Context: an optimization exercise on an open-source flow, tuned for small area. The choices shown serve that exercise and are no tape-out recipe.
The RTL was checked by simulation tests, not by an equivalence proof against the original design.
Power figures rest on the tool's default switching activity, not on a simulated workload.

Setup of indigo:
## jet
module jet (
    input  wire        clk,
    input  wire        rst,
    input  wire        tick,
    input  wire        bus_we,
    input  wire [7:0]  bus_addr,
    input  wire [31:0] bus_wdata,
    output reg  [31:0] bus_rdata,
    input  wire [7:0]  in_slots,
    input  wire [31:0] stamp,
    input  wire [7:0]  sig_in,
    input  wire        grp_start,
    input  wire        grp_stop,
    input  wire        grp_restart,
    output wire [7:0]  out_lvl,
    output wire [7:0]  out_oe,
    output wire [3:0]  side_lvl,
    output wire [3:0]  side_oe,
    output reg         sig_we,
    output reg  [2:0]  sig_idx,
    output reg         sig_lvl,
    output reg         evt
);
    localparam PW  = 32;
    localparam PAW = 5;
    localparam A_CTRL  = 8'd0;
    localparam A_STAT  = 8'd1;
    localparam A_PC    = 8'd2;
    localparam A_TX    = 8'd3;
    localparam A_RX    = 8'd4;
    localparam A_POP   = 8'd5;
    localparam A_FRAME = 8'd6;
    localparam A_MAPEN = 8'd7;
    localparam A_N     = 8'd13;
    localparam A_M     = 8'd14;
    localparam A_D     = 8'd22;
    localparam OP_GOTO  = 4'h0;
    localparam OP_SET   = 4'h1;
    localparam OP_SEND  = 4'h2;
    localparam OP_RECV  = 4'h3;
    localparam OP_LOAD  = 4'h4;
    localparam OP_POST  = 4'h5;
    localparam OP_NSET  = 4'h6;
    localparam OP_REP   = 4'h7;
    localparam OP_WAITE = 4'h8;
    localparam OP_MARK  = 4'h9;
    localparam OP_PACK  = 4'hA;
    localparam OP_SIG   = 4'hB;
    localparam ST_STOPPED = 3'd0;
    localparam ST_RUNNING = 3'd1;
    localparam ST_STALL_L = 3'd2;
    localparam ST_STALL_P = 3'd3;
    localparam ST_WAIT    = 3'd4;
    localparam ST_FAULT   = 3'd5;
    reg [15:0] prog [0:PW-1];
    reg [6:0]  pc;
    reg [31:0] d;
    reg [5:0]  cur;
    reg [7:0]  n0, n1;
    reg [31:0] m;
    reg [6:0]  ls, le;
    reg [7:0]  lcnt;
    reg [31:0] txf0, txf1, txf2, txf3;
    reg [1:0]  tx_rd;
    reg [2:0]  tx_cnt;
    reg [31:0] rxf0, rxf1, rxf2, rxf3;
    reg [1:0]  rx_rd;
    reg [2:0]  rx_cnt;
    reg [7:0]  olvl, oen;
    reg [3:0]  slvl;
    reg        run, step_pend, fault;
    reg [2:0]  run_state;      
    reg        evt_flag;
    reg        wseen;          
    reg [6:0]  entry;
    reg [4:0]  fwidth;
  ...
For scale: ~3800 cells after synthesis, about 960 flip-flops, roughly 160 I/O pins, about 45000 um^2 of cells after synthesis.
Settings: LEC_CHECK=0, CAP_MARGIN=20, CORE_MARGIN=2, CORE_UTILIZATION=40, GPL_TIMING_DRIVEN=0, PLACE_DENSITY=0.5, SLEW_MARGIN=20; clock period 20.0 ns.
standard.sh (not shown) runs the stock make flow with config.mk's settings and CLKGATE_MAP_FILE= SYNTH_SCRIPT=/design/flow/synth_recipe.tcl, a recipe that flattens the netlist after the stock synthesis.
==> flow/flow/run.sh <==
#!/bin/bash
# Standard ORFS layout with area-saving changes:
#  - synthesis: the standard script, with abc using an area-oriented script
#    (flow/abc_area.script, deepsyn + area mapping); registers are unchanged;
#  - port buffers are buf_1;
#  - CTS with sink clusters of at most 12 flip-flops, clkbuf_8 buffers and
#    no dummy loads;
#  - repair_design (after placement and after global routing) does not use
#    buf_8, buf_12 or buf_16 (flow/no_big_buffers.tcl).
set -euo pipefail
W=$(pwd)
export FLOW_SYNTH_TCL=$W/synth_recipe.tcl
sed "s#SYNTH_SCRIPT=[^ ]*#SYNTH_SCRIPT=$W/flow/my_synth.tcl#" standard.sh > my_standard.sh
grep -q "SYNTH_SCRIPT=$W/flow/my_synth.tcl" my_standard.sh
export BUFFER_PORTS_ARGS="-buffer_cell sky130_fd_sc_hd__buf_1"
export CTS_ARGS="-sink_clustering_enable -repair_clock_nets -dont_use_dummy_load -sink_clustering_size 12 -sink_clustering_max_diameter 50 -buf_list {sky130_fd_sc_hd__clkbuf_8}"
export PRE_RESIZE_TCL=$W/flow/no_big_buffers.tcl
export PRE_GLOBAL_ROUTE_TCL=$W/flow/no_big_buffers.tcl
bash my_standard.sh > flow.log 2>&1
==> flow/flow/abc_area.script <==
strash
&get -n
&st
&deepsyn -T 60
&dch -f
&nf -a -p
&put
topo
==> flow/flow/my_synth.tcl <==
# The standard synthesis (synth_recipe.tcl) with one change: abc maps with
# the area-oriented script abc_area.script beside this file.
set my_abc_script [file join [file dirname [file normalize [info script]]] abc_area.script]
proc abc {args} {
  set i [lsearch -exact $args -script]
  if {$i >= 0} { lset args [expr {$i + 1}] $::my_abc_script }
  puts "abc with area script: $args"
  yosys abc {*}$args
}
source $::env(FLOW_SYNTH_TCL)
==> flow/flow/no_big_buffers.tcl <==
# Keep repair_design from using the largest buffers (buf_8, buf_12, buf_16):
# several smaller buffers fix the same slew and load violations in less area.
set_dont_use {sky130_fd_sc_hd__buf_16 sky130_fd_sc_hd__buf_12 sky130_fd_sc_hd__buf_8}
The final layout from indigo, which completed every stage, passed the timing, DRC and antenna checks at the end of the flow.
### indigo -> maple
Settings: changing CORE_UTILIZATION from 40 to 48; changing PLACE_DENSITY from 0.5 to 0.58.
--- a/flow/flow/run.sh
+++ b/flow/flow/run.sh
@@ -5,6 +5,8 @@
 #  - port buffers are buf_1;
-#  - CTS with sink clusters of at most 12 flip-flops, clkbuf_8 buffers and
+#  - CTS with sink clusters of at most 8 flip-flops, clkbuf_4 buffers and
 #    no dummy loads;
 #  - repair_design (after placement and after global routing) does not use
-#    buf_8, buf_12 or buf_16 (flow/no_big_buffers.tcl).
+#    buf_8, buf_12 or buf_16 (flow/no_big_buffers.tcl);
+#  - power recovery after global routing (downsizing cells with slack),
+#    followed by a second repair_design (flow/post_grt.tcl).
 set -euo pipefail
@@ -15,5 +17,7 @@
 export BUFFER_PORTS_ARGS="-buffer_cell sky130_fd_sc_hd__buf_1"
-export CTS_ARGS="-sink_clustering_enable -repair_clock_nets -dont_use_dummy_load -sink_clustering_size 12 -sink_clustering_max_diameter 50 -buf_list {sky130_fd_sc_hd__clkbuf_8}"
+export CTS_ARGS="-sink_clustering_enable -repair_clock_nets -dont_use_dummy_load -sink_clustering_size 8 -sink_clustering_max_diameter 35 -buf_list {sky130_fd_sc_hd__clkbuf_4}"
 export PRE_RESIZE_TCL=$W/flow/no_big_buffers.tcl
 export PRE_GLOBAL_ROUTE_TCL=$W/flow/no_big_buffers.tcl
+export RECOVER_POWER=100
+export POST_GLOBAL_ROUTE_TCL=$W/flow/post_grt.tcl
 bash my_standard.sh > flow.log 2>&1
==> flow/flow/post_grt.tcl (new file) <==
# Runs after global routing and power recovery (RECOVER_POWER downsizes
# cells with slack): repair the slew and load violations the downsizing left,
# legalize, reroute the changed nets globally and rewrite the route guides
# the detailed router reads.
set_dont_use {sky130_fd_sc_hd__buf_16 sky130_fd_sc_hd__buf_12 sky130_fd_sc_hd__buf_8}
estimate_parasitics -global_routing
global_route -start_incremental
repair_design -slew_margin 20 -cap_margin 20
detailed_placement
global_route -end_incremental
estimate_parasitics -global_routing
puts "after post-route repair: [sta::max_slew_violation_count] slew, [sta::max_capacitance_violation_count] load violations"
write_guides $::env(RESULTS_DIR)/route.guide
==> run summary <==
- indigo has higher height of the chip than maple.
- Routing usage on met3: indigo and maple compared, higher one is maple
- Between maple and indigo, it is maple whose aggregate routed wire length is lower, by 9.8 mm.
- The setup slack of maple is smaller than that of indigo.
- Via count of maple exceeds that of indigo by a few percent.
- indigo → maple: detail-routed via count per cell increased about 6%; number of tapcells decreased 246.
- Timing startpoint of the critical path = bus_addr[3]: indigo; timing startpoint of the critical path = pc[2]: maple
- A worst-path cell with the longest stage delay of a22oi_1 is what indigo shows, while dfxtp_1 belongs to maple.
Inputs modified between maple and sierra:
Settings: changing CAP_MARGIN from 20 to 10; changing SLEW_MARGIN from 20 to 10.
==> flow/flow/run.sh <==
#!/bin/bash
# Standard ORFS layout with area-saving changes:
#  - synthesis: the standard script, with abc using an area-oriented script
#    (flow/abc_area.script, deepsyn + area mapping); registers are unchanged;
#  - port buffers are buf_1;
#  - CTS with sink clusters of at most 10 flip-flops, clkbuf_4 buffers and
#    no dummy loads;
#  - repair_design (after placement and after global routing) does not use
#    buf_8, buf_12 or buf_16 (flow/no_big_buffers.tcl).
set -euo pipefail
W=$(pwd)
export FLOW_SYNTH_TCL=$W/synth_recipe.tcl
sed "s#SYNTH_SCRIPT=[^ ]*#SYNTH_SCRIPT=$W/flow/my_synth.tcl#" standard.sh > my_standard.sh
grep -q "SYNTH_SCRIPT=$W/flow/my_synth.tcl" my_standard.sh
export BUFFER_PORTS_ARGS="-buffer_cell sky130_fd_sc_hd__buf_1"
export CTS_ARGS="-sink_clustering_enable -repair_clock_nets -dont_use_dummy_load -sink_clustering_size 10 -sink_clustering_max_diameter 40 -buf_list {sky130_fd_sc_hd__clkbuf_4}"
export PRE_RESIZE_TCL=$W/flow/no_big_buffers.tcl
export PRE_GLOBAL_ROUTE_TCL=$W/flow/no_big_buffers.tcl
bash my_standard.sh > flow.log 2>&1
removed: flow/flow/post_grt.tcl
## What came out
Summary across maple and sierra: the single failing run is sierra. sierra completed end to end; final checks failed (capacitance limit, slew limit). Final number of max-transition violations delta for sierra relative to maple: 28 higher. Changes observed in sierra relative to maple: total power dropped 82 uW; design area barely changed; combinational power barely changed.
#### Input delta (pepper over sierra)
Settings: SLEW_MARGIN now 20, was 10; CAP_MARGIN now 20, was 10.
--- a/flow/flow/run.sh
+++ b/flow/flow/run.sh
@@ -5,3 +5,3 @@
 #  - port buffers are buf_1;
-#  - CTS with sink clusters of at most 10 flip-flops, clkbuf_4 buffers and
+#  - CTS with sink clusters of at most 8 flip-flops, clkbuf_4 buffers and
 #    no dummy loads;
@@ -15,3 +15,3 @@
 export BUFFER_PORTS_ARGS="-buffer_cell sky130_fd_sc_hd__buf_1"
-export CTS_ARGS="-sink_clustering_enable -repair_clock_nets -dont_use_dummy_load -sink_clustering_size 10 -sink_clustering_max_diameter 40 -buf_list {sky130_fd_sc_hd__clkbuf_4}"
+export CTS_ARGS="-sink_clustering_enable -repair_clock_nets -dont_use_dummy_load -sink_clustering_size 8 -sink_clustering_max_diameter 35 -buf_list {sky130_fd_sc_hd__clkbuf_4}"
 export PRE_RESIZE_TCL=$W/flow/no_big_buffers.tcl
Notes after the runs:
pepper reached the final stage; the timing, DRC and antenna checks on its layout passed. Going from sierra to pepper, the maximum clock rate was found to have gone up by about 0.9%. pepper reports its start point of the critical path as bus_addr[7] while sierra reports pc[2]. Changes observed in pepper relative to sierra: clock skew went up; global-route usage held. Between pepper and sierra, the detailed-route wire length figures differ only marginally. Between pepper and sierra, post-layout net count is lower for sierra, pepper comes in above that. Compared to sierra, pepper shows a wider setup margin. Between sierra and pepper, the via count normalized by instance count figures differ only marginally. On pepper: antenna diode instance count is 5 lower than what sierra gave. pepper vs. sierra: buffer share of cell area level; combinational group share of total power moved down.

what the ideal ports hide:
How much do the figures lean on ideal ports? The routed layouts below were timed once more, with nothing changed but the port constraints.
Step 1, drivers: a clkbuf_16 drives clk and a buf_2 each remaining input, both assumed.
Step 2 adds t to the input delays and takes it off the output delays; t is the mean of the earliest and latest rising clock arrival at the registers after step 1. Input paths then give back, and output paths get back, about the clock's delay inside the block.
Three values: no drivers, after step 1, after step 2; two values: the first two.
| run | shift t [ns] | slack for setup (ns) | worst setup path at the end | clock arrival spread, ns |
|---|---|---|---|---|
| indigo | 0.897 | 8.233 / 8.207 / 8.207 | input to output | 0.151 / 0.151 |
| maple | 1.198 | 7.919 / 7.919 / 7.919 | register to register | 0.153 / 0.153 |
| sierra | 1.196 | 8.081 / 7.976 / 7.976 | input to output | 0.144 / 0.144 |
| pepper | 1.205 | 8.191 / 8.019 / 8.019 | input to output | 0.160 / 0.160 |
For pepper, which loses most, drivers alone change the setup slack by -0.172 ns; drivers and shift together by -0.172 ns.
